Source: an optimization exercise on an open RTL-to-GDS flow (aim: small area, a short achievable clock period and few clock cycles per item). Production flows keep margins and buffers that such runs may drop.
Only simulation tests tie the RTL to the original design; equivalence was not proved.

===== flow/run.sh =====
#!/bin/bash
# Standard ORFS layout with two changes to how it is built:
#  - ports are buffered with the smallest buffer (buf_1) rather than the one
#    buffer_ports picks by default;
#  - clock tree synthesis inserts no dummy load cells and builds the tree
#    from clkbuf_4 and clkbuf_8 cells.
set -euo pipefail
export BUFFER_PORTS_ARGS="-buffer_cell sky130_fd_sc_hd__buf_1"
export CTS_ARGS="-sink_clustering_enable -repair_clock_nets -dont_use_dummy_load -buf_list {sky130_fd_sc_hd__clkbuf_4 sky130_fd_sc_hd__clkbuf_8}"
bash standard.sh > standard.log 2>&1

===== standard.sh =====
#!/bin/bash
# synth_recipe.tcl (not shown) runs the flow's synth.tcl, then flattens the netlist and writes it again
# the make line also repeats each setting of config.mk as NAME=value (left out here)
make -C /OpenROAD-flow-scripts/flow DESIGN_CONFIG=/design/flow/config.mk WORK_HOME=/design/flow/orfs CLKGATE_MAP_FILE= SYNTH_SCRIPT=/design/flow/synth_recipe.tcl "${@:-finish}"

===== config.mk =====
export PLATFORM = sky130hd
export DESIGN_NAME = sha256_lane
export DESIGN_NICKNAME = sha256_lane
export VERILOG_FILES = /design/flow/design.v
export SDC_FILE = /design/flow/constraint.sdc
export NUM_CORES = 4
export LEC_CHECK = 0
export ABC_AREA = 1
export CAP_MARGIN = 30
export CORE_MARGIN = 2
export CORE_UTILIZATION = 45
export PLACE_DENSITY = 0.65
export SETUP_SLACK_MARGIN = 5
export SLEW_MARGIN = 40

===== constraint.sdc =====
create_clock -name core_clock -period 10.0 [get_ports {clk}]
set_input_delay 2.0000 -clock core_clock [delete_from_list [all_inputs] [get_ports {clk}]]
set_output_delay 2.0000 -clock core_clock [all_outputs]
set_load 0.01 [all_outputs]

===== design.v =====
module sha256_lane (
    input  wire         clk,
    input  wire         rst,
    input  wire         in_valid,
    output wire         in_ready,
    input  wire [31:0]  in_data,
    input  wire         in_last,
    input  wire [2:0]   in_nbytes,
    output wire         out_valid,
    output wire [255:0] out_digest
);
    localparam [31:0] IV0 = 32'h6a09e667, IV1 = 32'hbb67ae85,
                      IV2 = 32'h3c6ef372, IV3 = 32'ha54ff53a,
                      IV4 = 32'h510e527f, IV5 = 32'h9b05688c,
                      IV6 = 32'h1f83d9ab, IV7 = 32'h5be0cd19;
    function [31:0] rotr(input [31:0] x, input integer n);
        rotr = (x >> n) | (x << (32 - n));
    endfunction
    function [31:0] bkadd(input [31:0] u, input [31:0] v);
        reg [31:0] gg, pp;
        integer k, l;
        begin
            gg = u & v;
            pp = u ^ v;
            for (l = 1; l < 32; l = l * 2)
                for (k = 2 * l - 1; k < 32; k = k + 2 * l) begin
                    gg[k] = gg[k] | (pp[k] & gg[k - l]);
                    pp[k] = pp[k] & pp[k - l];
                end
            for (l = 8; l >= 1; l = l / 2)
                for (k = 3 * l - 1; k < 32; k = k + 2 * l) begin
                    gg[k] = gg[k] | (pp[k] & gg[k - l]);
                    pp[k] = pp[k] & pp[k - l];
                end
            bkadd = u ^ v ^ {gg[30:0], 1'b0};
        end
    endfunction
    function [63:0] csa(input [31:0] x, input [31:0] y, input [31:0] z);
        csa = {x ^ y ^ z, ((x & y) | (x & z) | (y & z)) << 1};
    endfunction
    reg         run;       
    reg         idle;      
    reg  [5:0]  j;         
    reg  [1:0]  sc;        
    reg  [8:0]  stc;       
    reg         inmsg;     
    reg         need80;    
    reg         lenok;     
    reg         lastblk;   
    reg         first;     
    reg         dv1, ov;   
    reg  [25:0] nblk;      
    reg  [5:0]  lenlo;     
    reg         bnd;       
    reg         fin;       
    reg         hadd;      
    reg         wrnd;      
    reg         sched;     
    reg         fh62, fh63, fh0;   
    reg         h64;       
    reg  [31:0] a, b, c, d, e, f, g;      
    reg  [31:0] p;                       
    reg  [31:0] wn;                      
    reg  [31:0] w [1:15];                
    reg  [31:0] xa, xe;                  
    reg  [31:0] ra0, ra1, ra2, ra3;      
    reg  [31:0] re0, re1, re2, re3;      
    reg  [31:0] kt;
    always @(*) begin
            case (j)
                6'd0: kt = 32'h428a2f98; 6'd1: kt = 32'h71374491;
                6'd2: kt = 32'hb5c0fbcf; 6'd3: kt = 32'he9b5dba5;
                6'd4: kt = 32'h3956c25b; 6'd5: kt = 32'h59f111f1;
                6'd6: kt = 32'h923f82a4; 6'd7: kt = 32'hab1c5ed5;
                6'd8: kt = 32'hd807aa98; 6'd9: kt = 32'h12835b01;
                6'd10: kt = 32'h243185be; 6'd11: kt = 32'h550c7dc3;
                6'd12: kt = 32'h72be5d74; 6'd13: kt = 32'h80deb1fe;
                6'd14: kt = 32'h9bdc06a7; 6'd15: kt = 32'hc19bf174;
                6'd16: kt = 32'he49b69c1; 6'd17: kt = 32'hefbe4786;
                6'd18: kt = 32'h0fc19dc6; 6'd19: kt = 32'h240ca1cc;
                6'd20: kt = 32'h2de92c6f; 6'd21: kt = 32'h4a7484aa;
                6'd22: kt = 32'h5cb0a9dc; 6'd23: kt = 32'h76f988da;
                6'd24: kt = 32'h983e5152; 6'd25: kt = 32'ha831c66d;
                6'd26: kt = 32'hb00327c8; 6'd27: kt = 32'hbf597fc7;
                6'd28: kt = 32'hc6e00bf3; 6'd29: kt = 32'hd5a79147;
                6'd30: kt = 32'h06ca6351; 6'd31: kt = 32'h14292967;
                6'd32: kt = 32'h27b70a85; 6'd33: kt = 32'h2e1b2138;
                6'd34: kt = 32'h4d2c6dfc; 6'd35: kt = 32'h53380d13;
                6'd36: kt = 32'h650a7354; 6'd37: kt = 32'h766a0abb;
                6'd38: kt = 32'h81c2c92e; 6'd39: kt = 32'h92722c85;
                6'd40: kt = 32'ha2bfe8a1; 6'd41: kt = 32'ha81a664b;
                6'd42: kt = 32'hc24b8b70; 6'd43: kt = 32'hc76c51a3;
                6'd44: kt = 32'hd192e819; 6'd45: kt = 32'hd6990624;
                6'd46: kt = 32'hf40e3585; 6'd47: kt = 32'h106aa070;
                6'd48: kt = 32'h19a4c116; 6'd49: kt = 32'h1e376c08;
                6'd50: kt = 32'h2748774c; 6'd51: kt = 32'h34b0bcb5;
                6'd52: kt = 32'h391c0cb3; 6'd53: kt = 32'h4ed8aa4a;
                6'd54: kt = 32'h5b9cca4f; 6'd55: kt = 32'h682e6ff3;
                6'd56: kt = 32'h748f82ee; 6'd57: kt = 32'h78a5636f;
                6'd58: kt = 32'h84c87814; 6'd59: kt = 32'h8cc70208;
                6'd60: kt = 32'h90befffa; 6'd61: kt = 32'ha4506ceb;
                6'd62: kt = 32'hbef9a3f7; default: kt = 32'hc67178f2;
            endcase
    end
    wire fill     = (j[5:4] == 2'b00);           
    wire slot     = idle ? (sc == 2'd3) : (stc == 9'd419);
    wire want     = run ? (fill & ~fin) : slot;
    wire rdy      = want & inmsg;
    wire take_in  = rdy & in_valid;
    wire take_pad = run & fill & ~inmsg;
    assign in_ready   = rdy;
    assign out_valid  = ov;
    assign out_digest = {ra0, ra1, ra2, ra3, re0, re1, re2, re3};
    wire        nbfull = in_nbytes[2];
    reg  [31:0] lastw;
    always @(*) begin
        case (in_nbytes[1:0])
            2'd0:    lastw = 32'h80000000;
            2'd1:    lastw = {in_data[31:24], 24'h800000};
            2'd2:    lastw = {in_data[31:16], 16'h8000};
            default: lastw = {in_data[31:8], 8'h80};
        endcase
    end
    wire [31:0] inw    = (in_last & ~nbfull) ? lastw : in_data;
    wire [34:0] bitlen = {nblk, lenlo, 3'd0};
    wire [31:0] padw   = need80                      ? 32'h80000000 :
                         (lenok && j[3:0] == 4'd14)  ? {29'd0, bitlen[34:32]} :
                         (lenok && j[3:0] == 4'd15)  ? bitlen[31:0]  : 32'd0;
    wire [31:0] wordin = inmsg ? inw : padw;
    reg        run_n, idle_n;
    reg  [5:0] j_n;
    always @(*) begin
        run_n  = run;
        idle_n = idle;
        j_n    = j;
        if (run) begin
            if (fin) begin
                run_n  = 1'b0;           
                idle_n = 1'b1;
            end else if (fill & inmsg & ~in_valid) begin
                run_n  = 1'b0;           
            end else begin
                j_n = j + 6'd1;
            end
        end else if (take_in) begin
            run_n  = 1'b1;
            idle_n = 1'b0;
            j_n    = j + 6'd1;
        end
        if (rst) begin
            run_n  = 1'b0;
            idle_n = 1'b1;
            j_n    = 6'd0;
        end
    end
    wire j_last = (j_n == 6'd0);
    wire wrnd_n = run_n & (j_n != 6'd0) & (j_n <= 6'd16);
    wire [31:0] w15_n = (take_in | take_pad) ? wordin : sched ? wn : w[1];
    wire [31:0] iva = (sc == 2'd0) ? IV3 : (sc == 2'd1) ? IV2 : (sc == 2'd2) ? IV1 : IV0;
    wire [31:0] ive = (sc == 2'd0) ? IV7 : (sc == 2'd1) ? IV6 : (sc == 2'd2) ? IV5 : IV4;
    wire [31:0] gop = bnd ? re1 : g;
    wire [31:0] s1  = rotr(e, 6) ^ rotr(e, 11) ^ rotr(e, 25);
    wire [31:0] ch  = (e & f) ^ (~e & g);
    wire [31:0] s0  = rotr(a, 2) ^ rotr(a, 13) ^ rotr(a, 22);
    wire [31:0] maj = (a & b) ^ (a & c) ^ (b & c);
    wire [63:0] ca1 = csa(p, ch, s1);
    wire [63:0] ca2 = csa(xa, maj, s0);
    wire [63:0] ca3 = csa(ca1[63:32], ca1[31:0], ca2[63:32]);
    wire [63:0] ca4 = csa(ca3[63:32], ca3[31:0], ca2[31:0]);
    wire [31:0] a_rnd = ca4[63:32] + ca4[31:0];
    wire [63:0] ce2 = csa(ca1[63:32], ca1[31:0], xe);
    wire [63:0] ce3 = csa(ce2[63:32], ce2[31:0], d);
    wire [31:0] e_rnd = ce3[63:32] + ce3[31:0];
    wire [31:0] opA  = fh62 ? IV3 : fh63 ? IV2 : fh0 ? IV1 : h64 ? 32'd0 : ra3;
    wire [31:0] opE  = fh62 ? IV7 : fh63 ? IV6 : fh0 ? IV5 : h64 ? 32'd0 : re3;
    wire [31:0] addA = bkadd(opA, (hadd | h64) ? a : 32'd0);
    wire [31:0] addE = bkadd(opE, (hadd | h64) ? e : 32'd0);
    wire [31:0] ws0 = rotr(w[2], 7) ^ rotr(w[2], 18) ^ (w[2] >> 3);
    wire [31:0] ws1 = rotr(w[15], 17) ^ rotr(w[15], 19) ^ (w[15] >> 10);
    wire [63:0] wn_c1 = csa(ws1, w[10], ws0);
    wire [63:0] wn_cs = csa(wn_c1[63:32], wn_c1[31:0], w[1]);
    wire [63:0] p_cs  = csa(gop, kt, fill ? 32'd0 : wn);
    integer i;
    always @(posedge clk) begin
        for (i = 1; i < 15; i = i + 1)
            w[i] <= w[i + 1];
        w[15] <= w15_n;
        xa    <= (run_n & j_last) ? (first ? IV0 : ra1) : wrnd_n ? w15_n : 32'd0;
        xe    <= (run_n & j_last) ? (first ? IV4 : re1) : wrnd_n ? w15_n : 32'd0;
        wn    <= bkadd(wn_cs[63:32], wn_cs[31:0]);
        if (run | idle)
            p <= bkadd(p_cs[63:32], p_cs[31:0]);
        if (idle) begin
            {a, b, c, d, e, f, g} <= {iva, a, b, c, ive, e, f};
        end else if (!run) begin
            {a, b, c, d, e, f, g} <= {g, a, b, c, d, e, f};
        end else if (bnd) begin
            {a, b, c, d, e, f, g} <= {a_rnd, addA, ra0, ra1, e_rnd, addE, re0};
        end else begin
            {a, b, c, d, e, f, g} <= {a_rnd, a, b, c, e_rnd, e, f};
        end
        ra0 <= addA;  ra1 <= ra0;  ra2 <= ra1;  ra3 <= ra2;
        re0 <= addE;  re1 <= re0;  re2 <= re1;  re3 <= re2;
        h64   <= bnd;
        stc   <= (run | stc == 9'd419) ? 9'd0 : stc + 9'd1;
        run   <= run_n;
        idle  <= idle_n;
        j     <= j_n;
        bnd   <= run_n & j_last;
        hadd  <= run_n & (j_last | j_n == 6'd62 | j_n == 6'd63);
        wrnd  <= wrnd_n;
        sched <= run_n & (j_n[5:4] != 2'b00);
        fh62  <= run_n & first & (j_n == 6'd62);
        fh63  <= run_n & first & (j_n == 6'd63);
        fh0   <= run_n & first & j_last;
        if (rst) begin
            sc      <= 2'd0;
            inmsg   <= 1'b1;
            need80  <= 1'b0;
            lenok   <= 1'b0;
            lastblk <= 1'b0;
            first   <= 1'b1;
            dv1     <= 1'b0;
            ov      <= 1'b0;
            fin     <= 1'b0;
            nblk    <= 26'd0;
        end else begin
            sc  <= sc + 2'd1;
            fin <= run_n & j_last & lastblk;
            dv1 <= fin;
            ov  <= dv1;
            if (take_in) begin
                if (j[3:0] == 4'd15 && !(in_last && !nbfull))
                    nblk <= nblk + 26'd1;
                if (in_last) begin
                    lenlo  <= nbfull ? {j[3:0] + 4'd1, 2'b00} : {j[3:0], in_nbytes[1:0]};
                    inmsg  <= 1'b0;
                    need80 <= nbfull;
                    lenok  <= ~nbfull && (j[3:0] <= 4'd13);
                end
            end
            if (take_pad) begin
                if (need80) begin
                    need80 <= 1'b0;
                    lenok  <= (j[3:0] <= 4'd13);
                end else if (j[3:0] == 4'd0) begin
                    lenok  <= 1'b1;
                end
                if (j[3:0] == 4'd15 && lenok) begin
                    lastblk <= 1'b1;
                    lenok   <= 1'b0;
                    inmsg   <= 1'b1;
                    nblk    <= 26'd0;
                end
            end
            if (bnd) begin
                first   <= lastblk;
                lastblk <= 1'b0;
            end
        end
    end
endmodule

==> results of run 1 <==
-- cells in the final DEF (no fill, tap or decap), types with 23 or more instances in the layout --
cell	instances
nor2_1	243
o21ai_1	35
fa_1	333
xnor2_1	158
edfxtp_1	38
a21oi_1	216
ha_1	209
dfxtp_1	1097
inv_1	842
o211ai_1	23
nand2_1	1215
buf_1	296
buf_4	73
o21ai_0	367
nand3_1	222
dfxtp_2	39
nor3_1	35
nand4_1	74
maj3_1	30
xor2_1	192
clkbuf_8	191
-- per-layer routing --
| layer | vias up | track usage (%) |
|---|---|---|
| met5 | - | 0 |
| met1 | 20800 | 47.8 |
| met2 | 2186 | 50.3 |
| met4 | 14 | 13.8 |
| li1 | 19000 | - |
| met3 | 413 | 9.17 |
-- worst register-to-register path, delay by kind of cell (launching register included) --
| kind | cells | cell delay [ns] |
|---|---|---|
| adders and majority gates | 4 | 2.00 |
| and+or+nand+nor | 1 | 0.22 |
| xor gates and xnor gates | 2 | 0.54 |
| DFF | 1 | 0.38 |
| AOI/OAI and AO/OA | 6 | 1.42 |
| buffers and inverters | 2 | 0.21 |
-- cell families after synthesis --
logic type / count (synthesis) / synth area share [%]
muxes: 14 / 0.265
adders and majority gates: 578 / 18.2
buffers and inverters: 1093 / 7.88
DFF: 1186 / 45.2
and+or+nand+nor: 1870 / 14.5
AOI/OAI and AO/OA: 782 / 8.04
xor gates and xnor gates: 364 / 5.97
-- through the flow --
stage | hold WS [ns]
after CTS | 0.268
final | 0.268
after global routing | 0.274
after floorplan | 0.310
after detailed placement | 0.312
after global placement | 0.309
-- worst max path at each step --
stage / cells past startpoint / startpoint / slack, ns / end
finish: 15 / e[28] / 5.08 / e[28]
global route: 26 / a[15] / 4.98 / a[26]
CTS: 16 / g[22] / 4.88 / e[31]
detailed placement: 14 / in_valid / 3.56 / xa[22]
global placement: 14 / in_valid / 3.70 / xa[3]
floorplan: 25 / e[12] / 5.40 / e[23]
-- cell type report --
cell class,count,area (um2),area share [%]
sequential,1186,24200,40.7
inverter,868,3270,5.50
tap,1536,1920,3.23
clock buffer,191,2630,4.42
antenna,6,15.0,0.0252
timing repair buffer,376,1780,3.00
multi-input combinational,3610,25700,43.1
-- repair_timing --
action,4_1_cts,5_1_grt
endpoints found under the setup margin,60,75
pin swaps,4,14
hold endpoints to repair,0,0
resized for setup,72,128
gates cloned,1,1
buffers inserted,6,18
==> results.sh, run 1 <==
export IMPL_status="finished clean"
export IMPL_r2r_end="e[28]"
export IMPL_hold_viol_final=0
export IMPL_dp_worst_setup_slack_ns=3.56
export IMPL_cap_viol_max_count=0
export IMPL_syn_cell_area_um2=53400
export IMPL_ys_seq_area_share_pct=45.2
export IMPL_max_freq_mhz=203
export IMPL_row_count=126
export IMPL_crit_type="reg -> reg"
export IMPL_highest_layer="met5"
export IMPL_met1Wirelength_um=89900
export IMPL_crit_slowest_cell="fa_1"
export IMPL_clk_latency_ns=0.92
export IMPL_yosysTopAreaCell="dfxtp_1"
export IMPL_relSlewSlack_pct=34.5
export IMPL_dp_cells=7548
export IMPL_critPathMostFrequentCell="fa_1"
export IMPL_root_buffer="clkbuf_8"
export IMPL_fin_crit_sh_pct=49.2
export IMPL_dr_pass1_iters=6
export IMPL_antenna_found_initial=16
export IMPL_r2r_cells=15
export IMPL_path_cells="xnor2_1 -> xor2_1 -> inv_1 -> fa_1 -> fa_1 -> fa_1 -> ha_1 -> a21oi_1 -> inv_1 -> a31oi_1 -> o221ai_1 -> a21oi_1 -> o21ai_0 -> o21ai_0 -> nand2_1"
export IMPL_port_buffers=296
export IMPL_start_kind="flop"
export IMPL_wl_per_cell_um=27.0
export IMPL_yosys_top_cells_count="nand2_1, dfxtp_1, inv_1, o21ai_0, fa_1"
export IMPL_synth_most_common_cell="nand2_1"
export IMPL_dp_hpwl_um=168000
export IMPL_grt_pass1_vias=40900
export IMPL_largest_reg_flops=480
export IMPL_arrival_ns=5.65
export IMPL_r2r_start="e[28]"
export IMPL_cp_end_kind="flop"
export IMPL_fin_crit_ns=4.92
export IMPL_dr_wl_met3_um=21800
export IMPL_final_util_pct=50.5
export IMPL_stdcell_area_um2=59500
export IMPL_netlist_cell_type_count=55
export IMPL_place_area_um2=56000
export IMPL_final_nets=6820
export IMPL_die_area_um2=121000
export IMPL_grt_use_total_pct=34.2
export IMPL_grt_overflow=0
export IMPL_worst_hold_path_type="reg -> reg"
export IMPL_wirelength_um=210000
export IMPL_syn_area_per_cell_um2=9.07
export IMPL_ctsHoldBuffers=0
export IMPL_antenna_left=0
export IMPL_gp_congestion=1.08
export IMPL_async_reset_ff_share_pct=0
export IMPL_path_clk_slew_ns=0.06
export IMPL_path_buf_inv=2
export IMPL_die_h_um=349
export IMPL_synth_edff_count=38
export IMPL_io_pins=297
export IMPL_synth_flop_cell="dfxtp_1"
export IMPL_grt_pass1_wl_um=294000
export IMPL_drc=0
export IMPL_setup_slack_ns=5.08
export IMPL_yosys_warnings=2
export IMPL_skew_ns=0.0738
export IMPL_grt_max_degree=209
export IMPL_initial_core_util_pct=45.3
export IMPL_dr_first_iter_drc_count=4870
export IMPL_critPathRequiredTime_ns=10.73
export IMPL_cts_tree="built"
export IMPL_syn_num_nets=6474
export IMPL_rsz0062_at_grt="true"
export IMPL_synth_area_leaders="dfxtp_1, fa_1, nand2_1"
export IMPL_rrSetupSlack_ns=5.08
export IMPL_cts_buffers=191
export IMPL_clockBufferDepth=3
export IMPL_crit_family="adder cells"
export IMPL_h_tree_depth=4
export IMPL_hold_start="w[14][5]"
export IMPL_holdPathStages=0
export IMPL_fin_tns_setup_ns=0
export IMPL_synth_seq_cells=1186
export IMPL_min_to="w[13][5]"
export IMPL_nFillCells=11300
export IMPL_areaGrowthSynthToFinish_pct=11.4
export IMPL_drive_above_1_share_pct=7.58
export IMPL_cts_sinks=1186
export IMPL_finalMaxSlewViolations=0
export IMPL_core_region_area_um2=118000
export IMPL_critPathMaxFanout=7
export IMPL_top_register="w"
export IMPL_worst_pin_slew_ns=0.972
export IMPL_via_per_inst=5.47
export IMPL_routed_wl_met2_um=89100
export IMPL_vias=42500
export IMPL_cpPeakStageDelay_ns=0.59
export IMPL_die_w_um=349
export IMPL_stdcell_count=7773
export IMPL_setup_viol=0
export IMPL_syn_inst=5887
export IMPL_synth_top_area_share_pct=43.0
Testbench counts, summed over its fixed seeds: cycles 1,485,080, bytes 1,481,700.
==> inputs of run 2 (changes only) <==
--- a/config.mk
+++ b/config.mk
@@ -8,7 +8,7 @@
 export ABC_AREA = 1
 export CAP_MARGIN = 30
 export CORE_MARGIN = 2
-export CORE_UTILIZATION = 45
-export PLACE_DENSITY = 0.65
+export CORE_UTILIZATION = 30
+export PLACE_DENSITY = 0.55
 export SETUP_SLACK_MARGIN = 5
 export SLEW_MARGIN = 40
==> run 2 against run 1 <==
Net effect:
- flip-flop and latch count unchanged
- die area increased by 49%
- first-iteration DRC count decreased by 18%
- wire length increased by 4.6%
- worst hold slack got worse by 0.0042 ns
- count of clock-buffer cells in the layout increased by 8
- still clean
- utilization decreased by 16 points
- cell area increased by 1.8%
==> results.sh, run 2 <==
export IMPL_finalMaxSlewViolations=0
export IMPL_clk_latency_ns=0.96
export IMPL_dp_worst_setup_slack_ns=4.28
export IMPL_antenna_found_initial=14
export IMPL_rrSetupSlack_ns=5.04
export IMPL_start_kind="flop"
export IMPL_dr_first_iter_drc_count=4009
export IMPL_dp_cells=8355
export IMPL_drc=0
export IMPL_synth_top_area_share_pct=43.0
export IMPL_max_freq_mhz=202
export IMPL_crit_type="reg -> reg"
export IMPL_path_clk_slew_ns=0.05
export IMPL_final_common_cell="nand2_1"
export IMPL_cp_end_kind="flop"
export IMPL_async_reset_ff_share_pct=0
export IMPL_min_to="w[3][22]"
export IMPL_netlist_cell_type_count=55
export IMPL_relSlewSlack_pct=36.7
export IMPL_fin_crit_sh_pct=49.6
export IMPL_yosys_top_cells_count="nand2_1, dfxtp_1, inv_1, o21ai_0, fa_1"
export IMPL_holdPathStages=0
export IMPL_port_buffers=296
export IMPL_root_buffer="clkbuf_8"
export IMPL_drive_above_1_share_pct=7.79
export IMPL_h_tree_depth=4
export IMPL_hold_start="w[4][22]"
export IMPL_critPathMaxFanout=5
export IMPL_grt_max_degree=209
export IMPL_fin_crit_ns=4.96
export IMPL_stdcell_count=8572
export IMPL_yosys_warnings=2
export IMPL_synth_seq_cells=1186
export IMPL_cts_tree="built"
export IMPL_synth_flop_cell="dfxtp_1"
export IMPL_clockBufferDepth=3
export IMPL_areaGrowthSynthToFinish_pct=13.4
export IMPL_grt_use_total_pct=23.8
export IMPL_die_w_um=426
export IMPL_syn_inst=5887
export IMPL_syn_num_nets=6474
export IMPL_largest_reg_flops=480
export IMPL_yosysTopAreaCell="dfxtp_1"
export IMPL_final_nets=6818
export IMPL_arrival_ns=5.80
export IMPL_critPathRequiredTime_ns=10.84
export IMPL_synth_most_common_cell="nand2_1"
export IMPL_layout_common_cells="nand2_1, dfxtp_1, inv_1, o21ai_0, fa_1"
export IMPL_grt_pass1_vias=41300
export IMPL_core_region_area_um2=176000
export IMPL_syn_cell_area_um2=53400
export IMPL_worst_hold_path_type="reg -> reg"
export IMPL_via_per_inst=4.89
export IMPL_die_area_um2=181000
export IMPL_final_util_pct=34.3
export IMPL_r2r_cells=19
export IMPL_worst_pin_slew_ns=0.950
export IMPL_fin_tns_setup_ns=0
export IMPL_stdcell_area_um2=60500
export IMPL_r2r_end="a[20]"
export IMPL_dp_hpwl_um=177000
export IMPL_ys_seq_area_share_pct=45.2
export IMPL_nFillCells=18500
export IMPL_setup_viol=0
export IMPL_cts_sinks=1186
export IMPL_antenna_left=0
export IMPL_gp_congestion=1.01
export IMPL_cts_buffers=199
export IMPL_synth_area_leaders="dfxtp_1, fa_1, nand2_1"
export IMPL_holdWs_ns=0.263
export IMPL_place_area_um2=57000
export IMPL_grt_overflow=0
export IMPL_vias=41900
export IMPL_die_h_um=426
export IMPL_status="finished clean"
export IMPL_synth_edff_count=38
export IMPL_io_pins=297
export IMPL_rsz0062_at_grt="true"
export IMPL_top_register="w"
export IMPL_skew_ns=0.130
export IMPL_initial_core_util_pct=30.3
export IMPL_cap_viol_max_count=0
export IMPL_hold_viol_final=0
export IMPL_wirelength_um=220000
export IMPL_row_count=154
export IMPL_syn_area_per_cell_um2=9.07
export IMPL_wl_per_cell_um=25.6
export IMPL_dr_pass1_iters=6
export IMPL_r2r_start="a[0]"
export IMPL_setup_slack_ns=5.04
export IMPL_grt_pass1_wl_um=305000
-- run 2: cell counts after synthesis --
Identical to the previous run, type by type.
-- run 2: worst max path at each step --
stage          startpoint     end  cells past startpoint
2_1_floorplan       e[12]   e[23]                     25
3_3_place_gp     in_valid  xa[18]                     12
3_5_place_dp        a[23]   a[24]                     22
4_1_cts              a[6]   a[25]                     23
5_1_grt              e[7]   e[23]                     24
6_report             a[0]   a[20]                     19
-- run 2: timing repair --
action / 4_1_cts / 5_1_grt
resized for setup: 73 / 138
hold buffers: 0 / 0
endpoints found under the setup margin: 46 / 47
pin swaps: 5 / 18
cloned: 1 / 0
setup buffers: 6 / 7
-- run 2: layout make-up --
| cell class | instances | area, um2 | share of cell area, % |
|---|---|---|---|
| Multi-Input combinational cell | 3609 | 25600 | 42.3 |
| Inverter | 868 | 3270 | 5.40 |
| Sequential cell | 1186 | 24300 | 40.1 |
| Tap cell | 2340 | 2930 | 4.84 |
| Timing Repair Buffer | 367 | 1710 | 2.83 |
| Antenna cell | 3 | 7.51 | 0.0124 |
| Clock buffer | 199 | 2740 | 4.52 |
-- run 2: critical path, cell delays in order, from the launching register on --
cell and delay [ns]:
dfxtp_2 0.53, xnor2_1 0.19, xor2_1 0.26, inv_1 0.11
fa_1 0.54, inv_1 0.08, fa_1 0.54, inv_1 0.07
fa_1 0.44, ha_1 0.39, a21oi_1 0.42, o21ai_0 0.15
o21bai_1 0.19, buf_4 0.18, a21oi_2 0.18, o21bai_1 0.13
buf_4 0.15, xor2_1 0.13, o21ai_0 0.15, inv_1 0.05
-- run 2: metal layers --
metal / global-route usage (%) / vias to the layer above / routed length [um]
met1: 32.1 / 20800 / 95500
met2: 37.1 / 1709 / 98400
met3: 4.68 / 384 / 16200
li1: - / 19000 / -
met5: 0 / - / 27
met4: 10.0 / 4 / 9820
-- run 2: cells by family (layout without fill, tap and decap cells) --
logic type,count (synthesis),in the layout,share of synthesized area (%)
flip-flops,1186,1186,45.2
other,0,3,0
AO/OA/AOI/OAI,782,782,8.04
XOR/XNOR,364,364,5.97
multiplexers,14,14,0.265
buffers and inverters,1093,1434,7.88
AND/OR/NAND/NOR,1870,1871,14.5
adder cells (fa/ha/maj),578,578,18.2
==> inputs of run 3 (changes only) <==
==> flow/run.sh (replaced) <==
#!/bin/bash
# Standard ORFS layout with two changes to how it is built:
#  - ports are buffered with the smallest buffer (buf_1) rather than the one
#    buffer_ports picks by default;
#  - clock tree synthesis inserts no dummy load cells and builds the tree
#    from clkbuf_8 cells, each leaf buffer driving up to 14 flip-flops.
set -euo pipefail
export BUFFER_PORTS_ARGS="-buffer_cell sky130_fd_sc_hd__buf_1"
export CTS_ARGS="-sink_clustering_enable -repair_clock_nets -dont_use_dummy_load -buf_list {sky130_fd_sc_hd__clkbuf_8} -sink_clustering_size 14 -sink_clustering_max_diameter 80"
bash standard.sh > standard.log 2>&1
==> run 3 against run 2 <==
Net effect:
- flip-flop and latch count unchanged
- synthesized area unchanged
- first-iteration DRC count down 0.90%
- global-route usage down 0.20 points
- die area unchanged
- critical path depth up 1
- cell count down 0.98%
- clock skew up 0.0073 ns
- sequential share of layout area up 0.78 points
- non-clock buffer count up 7
- largest cell class unchanged
==> results.sh, run 3 <==
export IMPL_status="finished clean"
export IMPL_final_nets=6733
export IMPL_syn_area_per_cell_um2=9.07
export IMPL_relSlewSlack_pct=41.0
export IMPL_final_util_pct=33.7
export IMPL_stdcell_area_um2=59400
export IMPL_yosysTopAreaCell="dfxtp_1"
export IMPL_cts_sinks=1186
export IMPL_die_w_um=426
export IMPL_clockBufferDepth=3
export IMPL_wl_per_cell_um=25.8
export IMPL_grt_pass1_vias=40600
export IMPL_rsz0062_at_grt="false"
export IMPL_fin_crit_ns=4.95
export IMPL_via_per_inst=4.89
export IMPL_path_buf_inv=5
export IMPL_arrival_ns=5.71
export IMPL_largest_reg_flops=480
export IMPL_wirelength_um=219000
export IMPL_h_tree_depth=3
export IMPL_syn_cell_area_um2=53400
export IMPL_path_clk_slew_ns=0.08
export IMPL_nFillCells=18600
export IMPL_cp_end_kind="flop"
export IMPL_worst_pin_slew_ns=0.884
export IMPL_dr_first_iter_drc_count=3973
export IMPL_cts_tree="built"
export IMPL_fin_tns_setup_ns=0
export IMPL_yosys_top_cells_count="nand2_1, dfxtp_1, inv_1, o21ai_0, fa_1"
export IMPL_finalMaxSlewViolations=0
export IMPL_dp_cells=8355
export IMPL_cpPeakStageDelay_ns=0.82
export IMPL_grt_pass1_wl_um=303000
export IMPL_top_register="w"
export IMPL_antenna_left=0
export IMPL_drive_above_1_share_pct=6.61
export IMPL_grt_max_degree=209
export IMPL_root_buffer="clkbuf_8"
export IMPL_io_pins=297
export IMPL_port_buffers=296
export IMPL_holdWs_ns=0.274
export IMPL_path_cells="xor2_1 -> inv_1 -> fa_1 -> inv_1 -> fa_1 -> inv_1 -> fa_1 -> ha_1 -> nand2_1 -> nor2_1 -> inv_1 -> o21bai_1 -> buf_4 -> a21oi_2 -> o21bai_1 -> nand2_1 -> nand3_1 -> nand3_1 -> nand2_1 -> nand2_1"
export IMPL_synth_most_common_cell="nand2_1"
export IMPL_dr_pass1_iters=6
export IMPL_crit_slowest_cell="dfxtp_1"
export IMPL_crit_type="reg -> reg"
export IMPL_worst_hold_path_type="reg -> reg"
export IMPL_vias=41500
export IMPL_critPathMaxFanout=5
export IMPL_ctsHoldBuffers=0
export IMPL_ys_seq_area_share_pct=45.2
export IMPL_netlist_cell_type_count=55
export IMPL_synth_top_area_share_pct=43.0
export IMPL_setup_viol=0
export IMPL_row_count=154
export IMPL_die_h_um=426
export IMPL_place_area_um2=57000
export IMPL_layout_common_cells="nand2_1, dfxtp_1, inv_1, o21ai_0, fa_1"
export IMPL_grt_overflow=0
export IMPL_core_region_area_um2=176000
export IMPL_yosys_warnings=2
export IMPL_die_area_um2=181000
export IMPL_async_reset_ff_share_pct=0
export IMPL_synth_flop_cell="dfxtp_1"
export IMPL_final_common_cell="nand2_1"
export IMPL_crit_family="adder cells"
export IMPL_synth_area_leaders="dfxtp_1, fa_1, nand2_1"
export IMPL_areaGrowthSynthToFinish_pct=11.2
export IMPL_dp_worst_setup_slack_ns=4.28
export IMPL_fin_crit_sh_pct=49.5
export IMPL_grt_use_total_pct=23.6
export IMPL_cap_viol_max_count=0
export IMPL_critPathRequiredTime_ns=10.76
export IMPL_syn_inst=5887
export IMPL_hold_viol_final=0
export IMPL_stdcell_count=8488
export IMPL_synth_edff_count=38
export IMPL_skew_ns=0.137
export IMPL_syn_num_nets=6474
export IMPL_cts_buffers=107
export IMPL_initial_core_util_pct=30.3
export IMPL_rrSetupSlack_ns=5.05
export IMPL_setup_slack_ns=5.05
export IMPL_clk_latency_ns=0.93
export IMPL_start_kind="flop"
export IMPL_synth_seq_cells=1186
export IMPL_max_freq_mhz=202
export IMPL_gp_congestion=1.01
export IMPL_antenna_found_initial=14
export IMPL_drc=0
export IMPL_dp_hpwl_um=177000
run 3: layout make-up:
class | instances | area, um2 | share of cell area, %
diodes | 4 | 10.0 | 0.0169
clock buffers | 107 | 1470 | 2.48
inverters | 868 | 3270 | 5.50
multi-input cells | 3609 | 25700 | 43.3
flip-flops and latches | 1186 | 24300 | 40.8
well taps | 2340 | 2930 | 4.93
repair buffers | 374 | 1760 | 2.97
run 3: metal layers:
layer / track usage (%) / share of wire (%) / vias up
met4: 9.32 / 4.2 / 4
met2: 37.3 / 45 / 1668
li1: - / - / 18900
met1: 32.0 / 43 / 20600
met3: 4.14 / 7.5 / 313
met5: 0 / 0.014 / -
run 3: cells by family after synthesis:
logic type                 synth area share, %
buffers and inverters                     7.88
AOI/OAI and AO/OA                         8.04
xor gates and xnor gates                  5.97
DFF                                       45.2
adders and majority gates                 18.2
muxes                                    0.265
and+or+nand+nor                           14.5
run 3: what timing repair did:
action	in CTS	in global routing
cloned	1	0
gates resized for setup	88	135
setup buffers	7	13
pin swaps	7	30
endpoints found under the setup margin	44	49
run 3: final timing paths:
kind,start,to,cells past startpoint
worst max-delay path,a[22],a[24],20
worst min-delay path,w[4][19],w[3][19],0
worst max register to register,a[22],a[24],20
worst min register to register,w[4][19],w[3][19],0
==> inputs of run 4 (changes only) <==
--- a/config.mk
+++ b/config.mk
@@ -8,7 +8,7 @@
 export ABC_AREA = 1
 export CAP_MARGIN = 30
 export CORE_MARGIN = 2
-export CORE_UTILIZATION = 30
-export PLACE_DENSITY = 0.55
+export CORE_UTILIZATION = 45
+export PLACE_DENSITY = 0.65
 export SETUP_SLACK_MARGIN = 5
 export SLEW_MARGIN = 40
==> run 4 against run 3 <==
Net effect:
- worst hold slack gained 0.019 ns
- critical endpoint is now e[21]
- first-iteration DRC count increased by 23%
- still clean
==> results.sh, run 4 <==
export IMPL_worst_hold_path_type="reg -> reg"
export IMPL_synth_flop_cell="dfxtp_1"
export IMPL_synth_area_leaders="dfxtp_1, fa_1, nand2_1"
export IMPL_grt_pass1_vias=40200
export IMPL_grt_overflow=0
export IMPL_place_area_um2=56000
export IMPL_syn_num_nets=6474
export IMPL_cts_sinks=1186
export IMPL_cp_end_kind="flop"
export IMPL_critPathMaxFanout=6
export IMPL_port_buffers=296
export IMPL_skew_ns=0.0707
export IMPL_vias=41900
export IMPL_netlist_cell_type_count=55
export IMPL_async_reset_ff_share_pct=0
export IMPL_path_clk_slew_ns=0.10
export IMPL_synth_mux_area_share_pct=0.265
export IMPL_holdWs_ns=0.294
export IMPL_synth_edff_count=38
export IMPL_antenna_found_initial=16
export IMPL_synth_top_family_by_area="adder cells"
export IMPL_dr_pass1_iters=5
export IMPL_max_freq_mhz=201
export IMPL_wirelength_um=208000
export IMPL_die_area_um2=121000
export IMPL_dp_hpwl_um=168000
export IMPL_ys_seq_area_share_pct=45.2
export IMPL_antenna_left=0
export IMPL_cap_viol_max_count=0
export IMPL_synth_most_common_cell="nand2_1"
export IMPL_fin_crit_sh_pct=49.6
export IMPL_stdcell_area_um2=58200
export IMPL_hold_start="w[5][4]"
export IMPL_final_nets=6722
export IMPL_synth_compound_area_share_pct=8.04
export IMPL_crit_start="e[23]"
export IMPL_yosys_area_share_adder_pct=18.2
export IMPL_start_kind="flop"
export IMPL_cts_buffers=97
export IMPL_synthSimpleGateAreaFrac_pct=14.5
export IMPL_gp_congestion=1.08
export IMPL_status="finished clean"
export IMPL_wl_per_cell_um=27.1
export IMPL_top_register="w"
export IMPL_synth_seq_cells=1186
export IMPL_worst_pin_slew_ns=0.922
export IMPL_die_w_um=349
export IMPL_core_region_area_um2=118000
export IMPL_fin_crit_ns=4.96
export IMPL_drc=0
export IMPL_ctsHoldBuffers=0
export IMPL_drive_above_1_share_pct=6.15
export IMPL_root_buffer="clkbuf_8"
export IMPL_grt_use_total_pct=33.7
export IMPL_final_common_cell="nand2_1"
export IMPL_h_tree_depth=3
export IMPL_r2r_start="e[23]"
export IMPL_rsz0062_at_grt="true"
export IMPL_syn_inst=5887
export IMPL_layout_common_cells="nand2_1, dfxtp_1, inv_1, o21ai_0, fa_1"
export IMPL_finalMaxSlewViolations=0
export IMPL_synthXorXnorAreaFrac_pct=5.97
export IMPL_setup_viol=0
export IMPL_fin_tns_setup_ns=0
export IMPL_via_per_inst=5.46
export IMPL_areaGrowthSynthToFinish_pct=8.94
export IMPL_cts_tree="built"
export IMPL_nFillCells=11400
export IMPL_arrival_ns=5.58
export IMPL_syn_cell_area_um2=53400
export IMPL_hold_viol_final=0
export IMPL_io_pins=297
export IMPL_yosys_top_cells_count="nand2_1, dfxtp_1, inv_1, o21ai_0, fa_1"
export IMPL_grt_max_degree=209
export IMPL_clk_latency_ns=0.79
export IMPL_crit_type="reg -> reg"
export IMPL_yosysTopAreaCell="dfxtp_1"
export IMPL_clockBufferDepth=3
export IMPL_largest_reg_flops=480
export IMPL_yosys_warnings=2
export IMPL_syn_area_per_cell_um2=9.07
export IMPL_synth_top_area_share_pct=43.0
export IMPL_dr_first_iter_drc_count=4876
export IMPL_row_count=126
export IMPL_relSlewSlack_pct=37.9
export IMPL_final_util_pct=49.3
export IMPL_initial_core_util_pct=45.3
export IMPL_critPathRequiredTime_ns=10.62
export IMPL_die_h_um=349
export IMPL_grt_pass1_wl_um=291000
-- run 4: cell counts after synthesis --
Identical to the previous run, type by type.
-- run 4: cell families after synthesis --
| group | after synthesis |
|---|---|
| AOI/OAI and AO/OA | 782 |
| buffers and inverters | 1093 |
| adders and majority gates | 578 |
| and+or+nand+nor | 1870 |
| muxes | 14 |
| DFF | 1186 |
| xor gates and xnor gates | 364 |
-- run 4: timing repair --
action / 4_1_cts / 5_1_grt
buffers inserted: 5 / 15
gates cloned: 1 / 1
pin swaps: 5 / 19
setup endpoints to repair: 60 / 70
resized for setup: 76 / 130
-- run 4: area by class of cell --
class,count,area (um2),share of cell area (%)
timing repair buffer,372,1760,3.03
tap,1536,1920,3.30
multi-input combinational,3610,25600,44.1
sequential,1186,24200,41.6
antenna,6,15.0,0.0258
inverter,868,3270,5.62
clock buffer,97,1340,2.29
-- run 4: stage by stage --
stage / std cells / setup slack, ns
2_1_floorplan: 5887 / 5.40
3_3_place_gp: 7547 / 3.70
3_5_place_dp: 7548 / 3.56
4_1_cts: 7651 / 5.00
5_1_grt: 7670 / 4.92
6_report: 7675 / 5.04
-- run 4: final timing paths --
| path | endpoint | slack, ns | depth (start not counted) |
|---|---|---|---|
| hold / removal | w[4][4] | 0.29 | 0 |
| hold reg to reg | w[4][4] | 0.29 | 0 |
| setup / recovery | e[21] | 5.04 | 18 |
| setup reg to reg | e[21] | 5.04 | 18 |
-- run 4: worst max-delay path: stages, from the launching register on --
cell      delay [ns]
dfxtp_4         0.53
xnor2_1         0.17
xor2_1          0.22
inv_1           0.09
fa_1            0.51
fa_1            0.53
inv_1           0.07
fa_1            0.49
inv_1           0.04
ha_1            0.35
a21oi_1         0.40
a21boi_0        0.23
nand2_1         0.08
nand2_1         0.12
nand3_4         0.14
a21oi_1         0.14
o21ai_0         0.13
o211ai_1        0.37
nand2_1         0.16
-- run 4: routing by layer --
layer | GRT usage [%] | vias to the layer above | wire [um]
met3 | 7.44 | 404 | 21000
li1 | - | 18900 | -
met5 | 0 | - | 85
met2 | 50.2 | 2122 | 88100
met4 | 12.9 | 16 | 9260
met1 | 47.9 | 20500 | 89700
==> inputs of run 5 (changes only) <==
==> flow/run.sh (replaced) <==
#!/bin/bash
# Standard ORFS layout with three changes to how it is built:
#  - synthesis maps adders with ABC like the rest of the logic instead of
#    extracting full and half adder cells (ADDER_MAP_FILE empty); the
#    registers are the standard synthesis's;
#  - ports are buffered with the smallest buffer (buf_1) rather than the one
#    buffer_ports picks by default;
#  - clock tree synthesis inserts no dummy load cells and builds the tree
#    from clkbuf_8 cells, each leaf buffer driving up to 14 flip-flops.
set -euo pipefail
export ADDER_MAP_FILE=
export BUFFER_PORTS_ARGS="-buffer_cell sky130_fd_sc_hd__buf_1"
export CTS_ARGS="-sink_clustering_enable -repair_clock_nets -dont_use_dummy_load -buf_list {sky130_fd_sc_hd__clkbuf_8} -sink_clustering_size 14 -sink_clustering_max_diameter 80"
bash standard.sh > standard.log 2>&1
==> run 5 against run 4 <==
Net effect:
- sequential share of layout area shrank 3.1 points
- critical endpoint is now in_ready
- clock skew rose by 0.0040 ns
- count of clock-buffer cells in the layout grew 6
- non-clock buffer count shrank 29
- setup slack improved by 0.13 ns
- cell count grew 40%
==> results.sh, run 5 <==
export IMPL_min_to="w[7][9]"
export IMPL_grt_pass1_vias=51600
export IMPL_cap_viol_max_count=0
export IMPL_synth_edff_count=38
export IMPL_hold_viol_final=0
export IMPL_fin_crit_sh_pct=48.4
export IMPL_r2r_start="e[27]"
export IMPL_worst_hold_path_type="reg -> reg"
export IMPL_synth_compound_area_share_pct=8.86
export IMPL_synthSimpleGateAreaFrac_pct=33.9
export IMPL_gr_usage_met2_pct=55.3
export IMPL_syn_area_per_cell_um2=6.68
export IMPL_cp_end_kind="output port"
export IMPL_cts_sinks=1186
export IMPL_hold_start="w[8][9]"
export IMPL_r2r_cells=19
export IMPL_yosys_warnings=2
export IMPL_die_w_um=364
export IMPL_status="finished clean"
export IMPL_areaGrowthSynthToFinish_pct=7.43
export IMPL_initial_core_util_pct=45.2
export IMPL_ctsHoldBuffers=0
export IMPL_netlist_cell_type_count=70
export IMPL_top_usage_layer="met2"
export IMPL_synth_area_leaders="dfxtp_1, nand2_1, inv_1"
export IMPL_relSlewSlack_pct=37.6
export IMPL_syn_inst=8732
export IMPL_skew_ns=0.0747
export IMPL_synth_mux_area_share_pct=0.0687
export IMPL_yosysTopAreaCell="dfxtp_1"
export IMPL_grt_max_degree=178
export IMPL_drc=0
export IMPL_rsz0062_at_grt="false"
export IMPL_synth_top_family_by_area="simple AND/OR/NAND/NOR gates"
export IMPL_use_met3_pct=6.06
export IMPL_grt_pass1_wl_um=338000
export IMPL_core_region_area_um2=129000
export IMPL_yosys_top_cells_count="nand2_1, inv_1, dfxtp_1, nand3_1, nor2_1"
export IMPL_die_area_um2=132000
export IMPL_nFillCells=13300
export IMPL_setup_viol=0
export IMPL_stdcell_count=10700
export IMPL_dr_pass1_iters=7
export IMPL_synth_seq_cells=1186
export IMPL_final_common_cell="nand2_1"
export IMPL_arrival_ns=2.84
export IMPL_wl_per_cell_um=22.1
export IMPL_syn_num_nets=8771
export IMPL_crit_type="reg -> out"
export IMPL_grt_overflow=0
export IMPL_finalMaxSlewViolations=0
export IMPL_rrSetupSlack_ns=5.25
export IMPL_cts_buffers=103
export IMPL_top_register="w"
export IMPL_root_buffer="clkbuf_8"
export IMPL_grtUsageMet1_pct=45.6
export IMPL_synth_most_common_cell="nand2_1"
export IMPL_fin_crit_ns=4.84
export IMPL_ys_seq_area_share_pct=41.4
export IMPL_clk_latency_ns=0.86
export IMPL_antenna_left=0
export IMPL_start_kind="flop"
export IMPL_die_h_um=364
export IMPL_dr_first_iter_drc_count=5526
export IMPL_clockBufferDepth=3
export IMPL_final_nets=9035
export IMPL_dp_cells=10600
export IMPL_synth_top_area_share_pct=39.4
export IMPL_fin_tns_setup_ns=0
export IMPL_max_freq_mhz=207
export IMPL_wirelength_um=238000
export IMPL_layout_common_cells="nand2_1, inv_1, dfxtp_1, nand3_1, nor2_1"
export IMPL_vias=56700
export IMPL_holdPathStages=0
export IMPL_async_reset_ff_share_pct=0
export IMPL_synthXorXnorAreaFrac_pct=6.31
export IMPL_worst_pin_slew_ns=0.927
export IMPL_synth_flop_cell="dfxtp_1"
export IMPL_drive_above_1_share_pct=3.94
export IMPL_cts_tree="built"
export IMPL_syn_cell_area_um2=58300
export IMPL_r2r_end="e[7]"
export IMPL_h_tree_depth=3
export IMPL_critPathRequiredTime_ns=8.00
export IMPL_row_count=132
export IMPL_io_pins=297
export IMPL_critPathMaxFanout=19
export IMPL_antenna_found_initial=27
export IMPL_grt_use_total_pct=35.2
export IMPL_largest_reg_flops=480
export IMPL_gp_congestion=1.03
export IMPL_via_per_inst=5.28
export IMPL_yosys_area_share_adder_pct=0.0172
export IMPL_port_buffers=296
export IMPL_dp_hpwl_um=194000
export IMPL_path_clk_slew_ns=0.09
==> run 5: critical path: stages (launching register included) <==
cell and delay, ns:
dfxtp_2 0.32, buf_4 0.22, inv_4 0.22, nor2_2 0.09
nor2_4 0.27, nand3_1 0.28, nand2_1 0.15, nand2_2 0.08
inv_1 0.09, buf_1 0.25
==> run 5: logic make-up (layout without fill, tap and decap cells) <==
kind of cell             Yosys count  count (layout)
AO/OA/AOI/OAI                    921             921
other                              0               7
flip-flops                      1186            1186
buffers and inverters           1421            1683
XOR/XNOR                         414             414
multiplexers                       4               4
adder cells (fa/ha/maj)            1               1
AND/OR/NAND/NOR                 4785            4785
==> run 5: layout make-up <==
class,count,area (um2),share of cell area (%)
well taps,1742,2180,3.48
multi-input cells,6125,28700,45.9
clock buffers,103,1420,2.26
flip-flops and latches,1186,24100,38.5
diodes,7,17.5,0.0280
repair buffers,343,1490,2.39
inverters,1237,4650,7.43
==> run 5: worst max-delay path by stage <==
stage	slack [ns]	end	depth (start not counted)	from
after floorplan	6.08	kt[18]	15	in_valid
after global placement	4.11	xe[27]	12	rst
after detailed placement	4.27	xe[23]	12	rst
after CTS	5.15	xe[23]	12	rst
after global routing	5.02	b[31]	28	fh62
final	5.16	in_ready	9	idle
==> run 5: stage by stage <==
step | setup slack [ns] | cell area [um2] | hold slack (ns) | util [%]
global placement | 4.11 | 61100 | 0.310 | 47.4
detailed placement | 4.27 | 61100 | 0.312 | 47.4
finish | 5.16 | 62600 | 0.294 | 48.6
global route | 5.02 | 62600 | 0.289 | 48.5
CTS | 5.15 | 62500 | 0.271 | 48.5
floorplan | 6.08 | 58300 | 0.310 | -
==> run 5: what timing repair did <==
item,4_1_cts,5_1_grt
setup buffers,0,7
setup endpoints to repair,0,28
gates resized for setup,0,2
==> run 5: per-layer routing <==
layer | vias to the layer above | routed length, um
met5 | - | 100
li1 | 27600 | -
met4 | 14 | 15200
met2 | 2318 | 104000
met1 | 26300 | 98600
met3 | 538 | 19900
==> inputs of run 6 (changes only) <==
==> flow/run.sh (replaced) <==
#!/bin/bash
# Standard ORFS layout with two changes to how it is built:
#  - ports are buffered with the smallest buffer (buf_1) rather than the one
#    buffer_ports picks by default;
#  - clock tree synthesis inserts no dummy load cells and builds the tree
#    from clkbuf_8 cells, each leaf buffer driving up to 12 flip-flops.
set -euo pipefail
export BUFFER_PORTS_ARGS="-buffer_cell sky130_fd_sc_hd__buf_1"
export CTS_ARGS="-sink_clustering_enable -repair_clock_nets -dont_use_dummy_load -buf_list {sky130_fd_sc_hd__clkbuf_8} -sink_clustering_size 12 -sink_clustering_max_diameter 80"
bash standard.sh > standard.log 2>&1
==> run 6 against run 5 <==
Net effect:
- synthesized area down 8.4%
- wire length is 12% lower
- sequential share of layout area increased by 3.0 points
- critical endpoint is now a[31]
==> results.sh, run 6 <==
export IMPL_row_count=126
export IMPL_port_buffers=296
export IMPL_cpPeakStageDelay_ns=0.73
export IMPL_worst_hold_path_type="reg -> reg"
export IMPL_fin_crit_sh_pct=49.4
export IMPL_cap_viol_max_count=0
export IMPL_dp_hpwl_um=168000
export IMPL_via_per_inst=5.46
export IMPL_yosysTopAreaCell="dfxtp_1"
export IMPL_cts_tree="built"
export IMPL_setup_slack_ns=5.06
export IMPL_dp_cells=7548
export IMPL_grt_max_degree=209
export IMPL_cp_end_kind="flop"
export IMPL_core_region_area_um2=118000
export IMPL_relSlewSlack_pct=32.2
export IMPL_grt_pass1_vias=40400
export IMPL_clockBufferDepth=3
export IMPL_critPathMaxFanout=7
export IMPL_crit_type="reg -> reg"
export IMPL_rsz0062_at_grt="true"
export IMPL_wirelength_um=209000
export IMPL_synth_top_family_by_area="adder cells"
export IMPL_final_nets=6739
export IMPL_cts_buffers=110
export IMPL_syn_inst=5887
export IMPL_root_buffer="clkbuf_8"
export IMPL_synth_mux_area_share_pct=0.265
export IMPL_multi_input_area_um2=25600
export IMPL_skew_ns=0.138
export IMPL_grt_use_total_pct=34.0
export IMPL_largest_reg_flops=480
export IMPL_antenna_found_initial=14
export IMPL_ctsHoldBuffers=0
export IMPL_drive_above_1_share_pct=6.42
export IMPL_max_freq_mhz=203
export IMPL_synthXorXnorAreaFrac_pct=5.97
export IMPL_die_h_um=349
export IMPL_setup_viol=0
export IMPL_worst_pin_slew_ns=1.01
export IMPL_gp_congestion=1.08
export IMPL_path_clk_slew_ns=0.10
export IMPL_cts_sinks=1186
export IMPL_finalMaxSlewViolations=0
export IMPL_stdcell_count=7689
export IMPL_dr_pass1_iters=6
export IMPL_synth_compound_area_share_pct=8.04
export IMPL_hold_viol_final=0
export IMPL_yosys_warnings=2
export IMPL_grt_overflow=0
export IMPL_fin_tns_setup_ns=0
export IMPL_die_area_um2=121000
export IMPL_syn_cell_area_um2=53400
export IMPL_antenna_left=0
export IMPL_arrival_ns=5.68
export IMPL_dp_worst_setup_slack_ns=3.56
export IMPL_clk_latency_ns=0.88
export IMPL_ys_seq_area_share_pct=45.2
export IMPL_fin_crit_ns=4.94
export IMPL_io_pins=297
export IMPL_nFillCells=11400
export IMPL_syn_num_nets=6474
export IMPL_netlist_cell_type_count=55
export IMPL_synth_most_common_cell="nand2_1"
export IMPL_dr_first_iter_drc_count=4659
export IMPL_wl_per_cell_um=27.2
export IMPL_top_register="w"
export IMPL_drc=0
export IMPL_status="finished clean"
export IMPL_seqCellArea_um2=24200
export IMPL_synthSimpleGateAreaFrac_pct=14.5
export IMPL_yosys_area_share_adder_pct=18.2
export IMPL_path_cells="xnor2_1 -> xor2_1 -> inv_1 -> fa_1 -> inv_1 -> fa_1 -> inv_1 -> fa_1 -> ha_1 -> nand2_1 -> o21ai_0 -> a21oi_1 -> o21ai_0 -> a21oi_1 -> nand3_1 -> nand2_1 -> o21ai_0 -> nand2_1"
export IMPL_final_common_cell="nand2_1"
export IMPL_die_w_um=349
export IMPL_synth_edff_count=38
export IMPL_initial_core_util_pct=45.3
export IMPL_final_util_pct=49.5
export IMPL_synth_seq_cells=1186
export IMPL_start_kind="flop"
export IMPL_grt_pass1_wl_um=293000
export IMPL_yosys_top_cells_count="nand2_1, dfxtp_1, inv_1, o21ai_0, fa_1"
export IMPL_layout_common_cells="nand2_1, dfxtp_1, inv_1, o21ai_0, fa_1"
export IMPL_critPathRequiredTime_ns=10.74
export IMPL_synth_flop_cell="dfxtp_1"
export IMPL_h_tree_depth=3
export IMPL_synth_area_leaders="dfxtp_1, fa_1, nand2_1"
export IMPL_vias=42000
export IMPL_syn_area_per_cell_um2=9.07
export IMPL_async_reset_ff_share_pct=0
export IMPL_crit_slowest_cell="fa_1"
export IMPL_areaGrowthSynthToFinish_pct=9.31
export IMPL_synth_top_area_share_pct=43.0
[run 6: cell types whose count changed after synthesis, moves of 28 or more]
| cell | change |
|---|---|
| maj3_1 | +29 |
| fa_1 | +338 |
| nand2_1 | -2070 |
| xor2_1 | -36 |
| nor2_1 | -208 |
| o21ai_0 | -40 |
| ha_1 | +210 |
| or2_2 | -40 |
| o211ai_1 | -28 |
| inv_1 | -360 |
| nand3b_1 | -42 |
| clkbuf_1 | +42 |
| nand2_2 | -41 |
| nand3_1 | -451 |
[run 6: kinds of logic (layout without fill, tap and decap cells)]
| family | after synthesis | count (layout) |
|---|---|---|
| simple gates | 1870 | 1872 |
| fa+ha+maj | 578 | 578 |
| mux | 14 | 14 |
| flops | 1186 | 1186 |
| buf+inv | 1093 | 1354 |
| compound gates | 782 | 782 |
| other cells | 0 | 3 |
| xor+xnor | 364 | 364 |
[run 6: path summary, 6_finish.rpt]
path             from       end  slack (ns)  depth (start not counted)
min          w[13][3]  w[12][3]        0.23                          0
min reg2reg  w[13][3]  w[12][3]        0.23                          0
max             e[28]     a[31]        5.06                         18
max reg2reg     e[28]     a[31]        5.06                         18
[run 6: layer usage]
metal,global-route usage (%),vias to the layer above,share of wire [%],routed length [um]
li1,-,18900,-,-
met1,48.0,20700,43,90700
met2,50.2,2024,42,88700
met3,7.90,376,9.5,19900
met4,13.8,10,4.5,9380
met5,0,-,0.030,62
[run 6: final cells by class]
class                      instances  share of cell area, %
sequential                      1186                   41.5
timing repair buffer             376                   3.08
clock buffer                     110                   2.59
tap                             1536                   3.29
antenna                            3                 0.0129
multi-input combinational       3610                   43.9
inverter                         868                   5.60
[run 6: critical path: cells and delay by family (launching register included)]
family / cells / cell delay, ns
compound gates: 5 / 1.16
xor+xnor: 2 / 0.56
fa+ha+maj: 4 / 2.07
buf+inv: 3 / 0.29
flops: 1 / 0.39
simple gates: 4 / 0.37
[run 6: stage by stage]
| step | instance area, um2 | hold WS (ns) |
|---|---|---|
| 2_1_floorplan | 53400 | 0.310 |
| 3_3_place_gp | 56000 | 0.309 |
| 3_5_place_dp | 56000 | 0.312 |
| 4_1_cts | 57700 | 0.212 |
| 5_1_grt | 58400 | 0.231 |
| 6_report | 58400 | 0.226 |
[run 6: what timing repair did]
item / CTS / global route
pin swaps: 4 / 15
gates resized for setup: 66 / 139
buffers inserted: 3 / 21
endpoints found under the setup margin: 58 / 68
cloned: 2 / 0

[separate check: timing with driven ports]
The results above use ideal ports. As a check the final layouts listed here were re-extracted and re-timed, cells and wires unchanged. Step 1 (the two cells are an assumption about what drives the block):
set clk [get_ports {clk}]
set_driving_cell -lib_cell sky130_fd_sc_hd__clkbuf_16 $clk
set_driving_cell -lib_cell sky130_fd_sc_hd__buf_2 [delete_from_list [all_inputs] $clk]
Step 2 also shifts input and output timing later by t, the mid clock arrival at the registers, as if the neighbouring blocks saw the same clock. Slacks: ideal / step 1 / step 2; pairs: ideal / step 1.
run | t, ns | setup WS [ns] | pins driven straight from the clock port
run 1 | 0.957 | 5.077 / 5.077 / 4.244 | 1
run 2 | 0.975 | 5.044 / 5.044 / 4.339 | 1
run 3 | 0.927 | 5.045 / 5.045 / 4.347 | 1
run 4 | 0.823 | 5.036 / 5.036 / 4.355 | 1
run 5 | 0.899 | 5.164 / 5.084 / 4.455 | 1
run 6 | 0.881 | 5.062 / 5.062 / 4.347 | 1
After both steps setup and hold are still met in every run listed. For run 1, which loses most, drivers alone change the setup slack by 0.000 ns; drivers and shift together by -0.833 ns.
